This is an optimization exercise on Yosys and OpenROAD, whose aim is small area and a short achievable clock period, not a production implementation. The RTL of this run was laid out without a check of its function.

--- config.mk ---
export PLATFORM = sky130hd
export DESIGN_NAME = dfc_codec
export DESIGN_NICKNAME = dfc_codec
export VERILOG_FILES = /design/flow/design.v
export SDC_FILE = /design/flow/constraint.sdc
export NUM_CORES = 4
export LEC_CHECK = 0
export CAP_MARGIN = 20
export CORE_AREA = 5 5 635 635
export DIE_AREA = 0 0 640 640
export PLACE_DENSITY = 0.5
export SLEW_MARGIN = 20
--- constraint.sdc ---
create_clock -name core_clock -period 10.0 [get_ports {clk}]
set_input_delay 2.0000 -clock core_clock [delete_from_list [all_inputs] [get_ports {clk}]]
set_output_delay 2.0000 -clock core_clock [all_outputs]
set_load 0.01 [all_outputs]
--- design.v ---
function [63:0] gf_x;
  input [63:0] a;
  begin
    gf_x = {a[62:0], 1'b0} ^ (a[63] ? 64'h1B : 64'h0);
  end
endfunction
function [63:0] gf_mul;
  input [63:0] a;
  input [63:0] b;
  integer i;
  reg [63:0] r, t;
  begin
    r = 64'h0;
    t = a;
    for (i = 0; i < 64; i = i + 1) begin
      if (b[i]) r = r ^ t;
      t = gf_x(t);
    end
    gf_mul = r;
  end
endfunction
module dfc_encoder (
  input  wire         clk,
  input  wire         rst,
  input  wire         in_valid,
  input  wire [511:0] in_data,
  input  wire [1:0]   in_dir,
  input  wire         in_poison,
  output reg          out_valid,
  output reg  [127:0] out_cb
);
function [63:0] gf_x;
  input [63:0] a;
  begin
    gf_x = {a[62:0], 1'b0} ^ (a[63] ? 64'h1B : 64'h0);
  end
endfunction
function [63:0] gf_mul;
  input [63:0] a;
  input [63:0] b;
  integer i;
  reg [63:0] r, t;
  begin
    r = 64'h0;
    t = a;
    for (i = 0; i < 64; i = i + 1) begin
      if (b[i]) r = r ^ t;
      t = gf_x(t);
    end
    gf_mul = r;
  end
endfunction
  localparam [63:0] INV89 = 64'h42FF_FFFF_FFFF_FFF9;
  reg         v_q;
  reg [511:0] data_q;
  reg [1:0]   dir_q;
  reg         poison_q;
  always @(posedge clk) begin
    if (rst) v_q <= 1'b0;
    else     v_q <= in_valid;
    data_q   <= in_data;
    dir_q    <= in_dir;
    poison_q <= in_poison;
  end
  reg [63:0] w [0:7];
  integer d, b;
  always @* begin
    for (d = 0; d < 8; d = d + 1)
      for (b = 0; b < 16; b = b + 1)
        w[d][4*b +: 4] = data_q[32*b + 4*d +: 4];
  end
  reg [63:0] sum_a;    
  reg [63:0] sum_b;    
  reg [63:0] tgt;      
  reg [63:0] w8, w9;
  integer i;
  always @* begin
    sum_a = 64'h0;
    sum_b = 64'h0;
    for (i = 0; i < 8; i = i + 1) begin
      sum_a = sum_a ^ w[i];
      sum_b = sum_b ^ gf_mul(w[i], 64'h1 << i);
    end
    tgt = 64'h0;
    tgt[32] = dir_q[0];
    tgt[33] = dir_q[1];
    tgt[40] = poison_q;
    w9 = gf_mul(tgt ^ sum_b ^ gf_mul(sum_a, 64'h1 << 8), INV89);
    w8 = sum_a ^ w9;
  end
  reg [127:0] cb;
  integer k;
  always @* begin
    for (k = 0; k < 16; k = k + 1)
      cb[8*k +: 8] = {w9[4*k +: 4], w8[4*k +: 4]};
  end
  always @(posedge clk) begin
    if (rst) out_valid <= 1'b0;
    else     out_valid <= v_q;
    out_cb <= cb;
  end
endmodule
module dfc_decoder (
  input  wire         clk,
  input  wire         rst,
  input  wire         in_valid,
  input  wire [639:0] in_word,
  input  wire         in_mark_valid,
  input  wire [3:0]   in_mark_dev,
  output reg          out_valid,
  output reg  [511:0] out_data,
  output reg  [1:0]   out_dir,
  output reg          out_poison,
  output reg  [1:0]   out_status,
  output reg  [3:0]   out_dev
);
function [63:0] gf_x;
  input [63:0] a;
  begin
    gf_x = {a[62:0], 1'b0} ^ (a[63] ? 64'h1B : 64'h0);
  end
endfunction
function [63:0] gf_mul;
  input [63:0] a;
  input [63:0] b;
  integer i;
  reg [63:0] r, t;
  begin
    r = 64'h0;
    t = a;
    for (i = 0; i < 64; i = i + 1) begin
      if (b[i]) r = r ^ t;
      t = gf_x(t);
    end
    gf_mul = r;
  end
endfunction
  localparam [1:0] ST_CLEAN     = 2'd0;
  localparam [1:0] ST_CORRECTED = 2'd1;
  localparam [1:0] ST_UNCORR    = 2'd2;
  localparam [63:0] TAGS = (64'h1 << 32) | (64'h1 << 33) | (64'h1 << 40);
  reg         v_q;
  reg [639:0] word_q;
  reg         mark_v_q;
  reg [3:0]   mark_dev_q;
  always @(posedge clk) begin
    if (rst) v_q <= 1'b0;
    else     v_q <= in_valid;
    word_q     <= in_word;
    mark_v_q   <= in_mark_valid;
    mark_dev_q <= in_mark_dev;
  end
  reg [63:0] w [0:9];
  integer d, b;
  always @* begin
    for (d = 0; d < 10; d = d + 1)
      for (b = 0; b < 16; b = b + 1)
        w[d][4*b +: 4] = word_q[40*b + 4*d +: 4];
  end
  reg [63:0] s0, s1;
  integer i;
  always @* begin
    s0 = 64'h0;
    s1 = 64'h0;
    for (i = 0; i < 10; i = i + 1) begin
      s0 = s0 ^ w[i];
      s1 = s1 ^ gf_mul(w[i], 64'h1 << i);
    end
  end
  reg [63:0] t [0:9];      
  reg [9:0]  dev_fit;
  reg        clean_fit;
  reg [3:0]  nfits;
  integer j;
  always @* begin
    clean_fit = (s0 == 64'h0) && ((s1 & ~TAGS) == 64'h0);
    nfits = {3'b000, clean_fit};
    for (j = 0; j < 10; j = j + 1) begin
      t[j] = s1 ^ gf_mul(s0, 64'h1 << j);
      dev_fit[j] = (s0 != 64'h0) && ((t[j] & ~TAGS) == 64'h0)
                   && (!mark_v_q || mark_dev_q == j[3:0]);
      nfits = nfits + dev_fit[j];
    end
  end
  reg [511:0] data;
  reg [1:0]   dir, status;
  reg         poison;
  reg [3:0]   dev;
  reg [63:0]  tag;
  reg [63:0]  wc [0:7];
  integer k, m, n;
  always @* begin
    tag = s1;
    dev = 4'd0;
    for (k = 0; k < 10; k = k + 1)
      if (dev_fit[k]) begin
        tag = t[k];
        dev = k[3:0];
      end
    for (m = 0; m < 8; m = m + 1)
      wc[m] = (dev_fit[m]) ? (w[m] ^ s0) : w[m];
    for (m = 0; m < 8; m = m + 1)
      for (n = 0; n < 16; n = n + 1)
        data[32*n + 4*m +: 4] = wc[m][4*n +: 4];
    if (nfits == 4'd1) begin
      status = clean_fit ? ST_CLEAN : ST_CORRECTED;
      dir    = tag[33:32];
      poison = tag[40];
    end else begin
      status = ST_UNCORR;
      data   = 512'h0;
      dir    = 2'b11;
      poison = 1'b1;
      dev    = 4'd0;
    end
  end
  always @(posedge clk) begin
    if (rst) out_valid <= 1'b0;
    else     out_valid <= v_q;
    out_data   <= data;
    out_dir    <= dir;
    out_poison <= poison;
    out_status <= status;
    out_dev    <= dev;
  end
endmodule
module dfc_codec (
  input  wire         clk,
  input  wire         rst,
  input  wire         wr_valid,
  input  wire [511:0] wr_data,
  input  wire [1:0]   wr_dir,
  input  wire         wr_poison,
  output wire         wr_out_valid,
  output wire [127:0] wr_cb,
  input  wire         rd_valid,
  input  wire [639:0] rd_word,
  input  wire         rd_mark_valid,
  input  wire [3:0]   rd_mark_dev,
  output wire         rd_out_valid,
  output wire [511:0] rd_data,
  output wire [1:0]   rd_dir,
  output wire         rd_poison,
  output wire [1:0]   rd_status,
  output wire [3:0]   rd_dev
);
  dfc_encoder u_enc (
    .clk(clk), .rst(rst),
    .in_valid(wr_valid), .in_data(wr_data), .in_dir(wr_dir), .in_poison(wr_poison),
    .out_valid(wr_out_valid), .out_cb(wr_cb)
  );
  dfc_decoder u_dec (
    .clk(clk), .rst(rst),
    .in_valid(rd_valid), .in_word(rd_word),
    .in_mark_valid(rd_mark_valid), .in_mark_dev(rd_mark_dev),
    .out_valid(rd_out_valid), .out_data(rd_data), .out_dir(rd_dir),
    .out_poison(rd_poison), .out_status(rd_status), .out_dev(rd_dev)
  );
endmodule
--- run.sh ---
#!/bin/bash
# synth_recipe.tcl (not shown) runs the flow's synth.tcl, then flattens the netlist and writes it again
# the make line also repeats each setting of config.mk as NAME=value (left out here)
make -C /OpenROAD-flow-scripts/flow DESIGN_CONFIG=/design/flow/config.mk WORK_HOME=/design/flow/orfs CLKGATE_MAP_FILE= SYNTH_SCRIPT=/design/flow/synth_recipe.tcl finish
==> Flow_metrics.wiki <==
{| class="wikitable"
! Metric !! Value
|-
| Run status || complete, no violations
|-
| Detailed-route DRC error count || 0
|-
| Post-synthesis compound-gate area fraction || under 10%
|-
| Skew final || approximately 0.16 ns
|-
| Die Area || around 400000 µm²
|-
| Number of buffers created by CTS || 216
|-
| Total via count after detailed routing || around 66000
|-
| Reg clk slew, reported paths || roughly 0.07 ns
|-
| Count of synthesis-stage warnings from yosys || 6
|-
| Post-cts hold buffer count || 0
|-
| Maximum number of pins on one net before global-route repair || about 150
|-
| Worst Setup Start Kind || register
|-
| Origin of the worst setup path || u_dec.word_q[583]$_DFF_P_
|-
| CTS Root Cell || clkbuf_16
|-
| Layout cells sized above 1 || between 8 and 9%
|-
| Total routed wirelength || ~540 mm
|-
| Synth Area in XOR/XNOR || a little under half
|-
| Number of synthesized flops with an enable pin || 0
|-
| First-pass detailed-route iteration total || 6
|-
| Number of buffers inserted to repair setup after CTS || 0
|-
| Final-report hold violation count || 0
|-
| Congestion Overflow GR || 0
|-
| Leading register cell type out of synthesis || dfxtp_1
|-
| Via-to-Cell Ratio || roughly 4.3
|-
| Post-Syn Area per Cell || ~11 µm²
|-
| Ports placed on the boundary || approximately 1800
|-
| Critical path class || register to register
|-
| FF-to-FF Start || u_dec.word_q[583]$_DFF_P_
|-
| ANT nets after route || 0
|-
| Global-route wire length before repair || between 600 and 700 mm
|-
| Fill count || 40950
|-
| Mux contribution to synthesized area || less than 1%
|-
| Num Clock Sinks || roughly 1800
|-
| Reported max-cap violation count || 0
|-
| Gp weighted congestion || 1.020
|-
| Largest fanout on the critical path || 144
|-
| Max H-tree Level || 4
|-
| Effective utilization at floorplan || ~22%
|-
| Endpoint arrival time on the critical path || approximately 10 ns
|-
| Longest Clk Path Bufs || 4
|-
| TritonCTS clock tree || built
|-
| Async set-reset flop share out of synthesis || 0%
|-
| Port bufs || between 1500 and 2000
|-
| Cells after Synth || around 8000
|-
| Finished Cell Area || around 120000 µm²
|-
| Vias in the first global route || ~66000
|-
| Vertical extent of the die || 640 µm
|-
| Synth-to-Final Area Change || 39.94%
|-
| Initial antenna violation count || between 150 and 200
|-
| Hold-critical path depth || 2
|-
| Number of cell rows || roughly 230
|-
| Clock Latency Late Sink || around 0.99 ns
|-
| Average wire length per cell after detail routing || between 30 and 40 µm
|-
| Post-synthesis net count || 8947
|-
| Worst hold-check path type || register to register
|-
| Cell area after synthesis || roughly 86000 µm²
|-
| Core box area || just under 400000 µm²
|-
| CTS resizes || 0
|-
| Achievable frequency || ~0.11 GHz
|-
| Capture instance of the worst register-to-register path || u_dec.out_data[424]$_SDFF_PP0_
|-
| Adder-cell area share of the yosys netlist || less than 1%
|-
| Final period util || 90.24%
|-
| Count of pins over their slew limit || 0
|-
| Nets || ~11000
|-
| Last element of the critical path || u_dec.out_data[424]$_SDFF_PP0_
|-
| Number of cell instances on the worst register-to-register path || 27
|-
| Total Neg Setup Slack || 0 ns
|-
| First DRT Iteration DRCs || around 5900
|-
| Max_slew headroom || 16.89%
|-
| Flops & latches, synth || around 1800
|-
| Main combinational cell family by area after synthesis || XOR/XNOR gates
|-
| Unrepaired setup endpoints after global routing || false
|-
| Die X || roughly 640 µm
|-
| Endpoint required time on the critical path || between 10 and 15 ns
|-
| Reg2reg setup slack || between 0.9 and 1 ns
|-
| Fraction of the mapped netlist area in simple logic gates || roughly 7%
|-
| Number of distinct library cell variants in the gate-level netlist after synthesis || 70
|-
| Final critical delay including setup and external delays || ~9.0 ns
|-
| Final setup fails || 0
|-
| Pin slew with the least headroom to its limit || 1.235 ns
|-
| Post-DP HPWL || around 440 mm
|-
| Sequential cell area fraction in the yosys report || between 40% and 50%
|-
| Global router's overall resource usage || 25.05%
|-
| Post-detailed-placement cell area || about 110000 µm²
|-
| Sort of element at the end of the critical path || register
|}
-- synth_stat cells, drive strengths merged (20+ instances only) --
cell | n | area (µm²)
xor2 | 848 | 7682
nand2 | 307 | 1152
nor4 | 99 | 619.3
a21oi | 67 | 335.3
xnor2 | 2878 | 26120
o21ai | 65 | 325.3
nand4 | 83 | 519.3
buf | 60 | 257.8
or3 | 59 | 369.1
nor3 | 21 | 105.1
nand3 | 20 | 100.1
nor2b | 45 | 281.5
xnor3 | 267 | 6022
inv | 55 | 206.5
clkbuf | 209 | 784.5
nor2 | 666 | 2500
dfxtp | 1813 | 36290
-- routing by layer --
layer / GRT usage, % / share of wire [%] / up-vias / routed length (µm)
met2: 44.51 / 50 / 3595 / 268500
met3: 5.634 / 7.1 / 1103 / 37970
li1: - / - / 28640 / -
met4: 15.11 / 7.1 / 42 / 38300
met1: 27.06 / 36 / 32130 / 191500
met5: 0 / 0.049 / - / 264
-- state kept, by name, summed over array words and instances, names as in the netlist --
signal / flops
u_dec.mark_dev_q: 4
u_dec.mark_v_q: 1
u_dec.out_data: 512
u_dec.out_dev: 4
u_dec.out_dir: 2
u_dec.out_poison: 1
u_dec.out_status: 2
u_dec.out_valid: 1
u_dec.v_q: 1
u_dec.word_q: 640
u_enc.data_q: 512
u_enc.dir_q: 2
u_enc.out_cb: 128
u_enc.out_valid: 1
u_enc.poison_q: 1
u_enc.v_q: 1
-- worst min path at each step --
stage / startpoint / slack [ns] / end
6_report: u_dec.word_q[497]$_DFF_P_ / 0.42 / u_dec.out_data[401]$_SDFF_PP0_
5_1_grt: u_dec.v_q$_SDFF_PP0_ / 0.46 / u_dec.out_valid$_SDFF_PP0_
4_1_cts: u_dec.word_q[497]$_DFF_P_ / 0.44 / u_dec.out_data[401]$_SDFF_PP0_
3_5_place_dp: u_dec.v_q$_SDFF_PP0_ / 0.44 / u_dec.out_valid$_SDFF_PP0_
3_3_place_gp: u_dec.v_q$_SDFF_PP0_ / 0.42 / u_dec.out_valid$_SDFF_PP0_
2_1_floorplan: u_dec.v_q$_SDFF_PP0_ / 0.41 / u_dec.out_valid$_SDFF_PP0_
-- area by class of cell --
cell class,instances,area (µm²),area share [%]
antenna,119,297.8,0.2484
clock buffer,306,6349,5.296
clock inverter,93,1104,0.9207
inverter,57,219.0,0.1827
multi-input combinational,5629,49120,40.98
sequential,1813,36290,30.28
tap,5242,6559,5.472
timing repair buffer,2044,19920,16.62
-- cell families after synthesis --
group	after synthesis
xor+xnor	4009
mux	3
compound gates	239
simple gates	1363
buf+inv	326
fa+ha+maj	15
flops	1813
-- metrics by stage --
step | cells | setup slack [ns] | utilization (%) | hold slack (ns)
5_1_grt | 15280 | 0.7586 | 30.28 | 0.4623
6_report | 15300 | 0.9763 | 30.29 | 0.4190
4_1_cts | 15180 | 1.078 | 30.21 | 0.4366
3_3_place_gp | 14780 | 1.255 | 28.32 | 0.4230
3_5_place_dp | 14780 | 1.178 | 28.33 | 0.4390
2_1_floorplan | 7768 | 2.559 | - | 0.4138
-- layout by cell type (no fill, tap or decap), types with 34 or more instances in the layout --
cell type | Yosys | layout
xnor2_1 | 2780 | 2679
clkdlybuf4s50_1 | 0 | 1814
dfxtp_1 | 1813 | 1813
xor2_1 | 826 | 821
nor2_1 | 666 | 665
nand2_1 | 307 | 307
xnor3_1 | 260 | 259
buf_4 | 1 | 226
clkbuf_16 | 0 | 220
xnor2_2 | 82 | 170
diode_2 | 0 | 119
nor4_1 | 99 | 95
nand4_1 | 83 | 83
a21oi_1 | 67 | 67
o21ai_0 | 65 | 65
or3_1 | 59 | 58
clkbuf_8 | 0 | 52
inv_1 | 53 | 48
nor2b_1 | 45 | 45
clkinv_2 | 0 | 37
clkbuf_1 | 209 | 34
-- worst max-delay path, cell delays in order, from the launching register on --
cell and delay (ns):
dfxtp_1 0.46, xor2_1 0.17, xnor3_1 0.41, xor2_1 0.17, buf_4 0.21, inv_1 0.59
ha_1 0.27, nand4_1 0.18, nor4_1 0.37, nand4_1 0.18, nor4_1 0.30, buf_4 0.22
nand4b_1 0.17, nor4_1 0.70, ha_1 0.35, inv_1 0.11, fa_1 0.45, fa_1 0.54
fa_1 0.42, inv_1 0.07, ha_1 0.17, inv_1 0.07, fa_1 0.37, nor2b_1 0.14
a31oi_1 0.15, or3_4 0.57, buf_12 0.56, nor2_1 0.12

port drivers added, routing unchanged:
In the flow no input, the clock included, has a driving cell. The finished layout below was timed again as built, in two steps.
Step 1 sets driving cells, clkbuf_16 on the clock port and buf_2 on the other inputs (assumed; they add their load-dependent delay and slew).
Step 2 moves the port delays by t, midway between the first and last clock arrival at a register: inputs arrive t later, outputs are due t later. That takes back most of the time a late clock gives input paths.
Three values: ideal ports, drivers, drivers and shift; two values: the first two.
t, ns: 1.017
setup WS [ns]: 0.976 / 0.976 / 0.976
clock arrival spread, ns: 0.167 / 0.167
slew at the worst register clock pin (ns): 0.09 / 0.09
After both steps this run still meets setup and hold. The setup slack of this run moves by 0.000 ns with the drivers and by 0.000 ns with both steps.
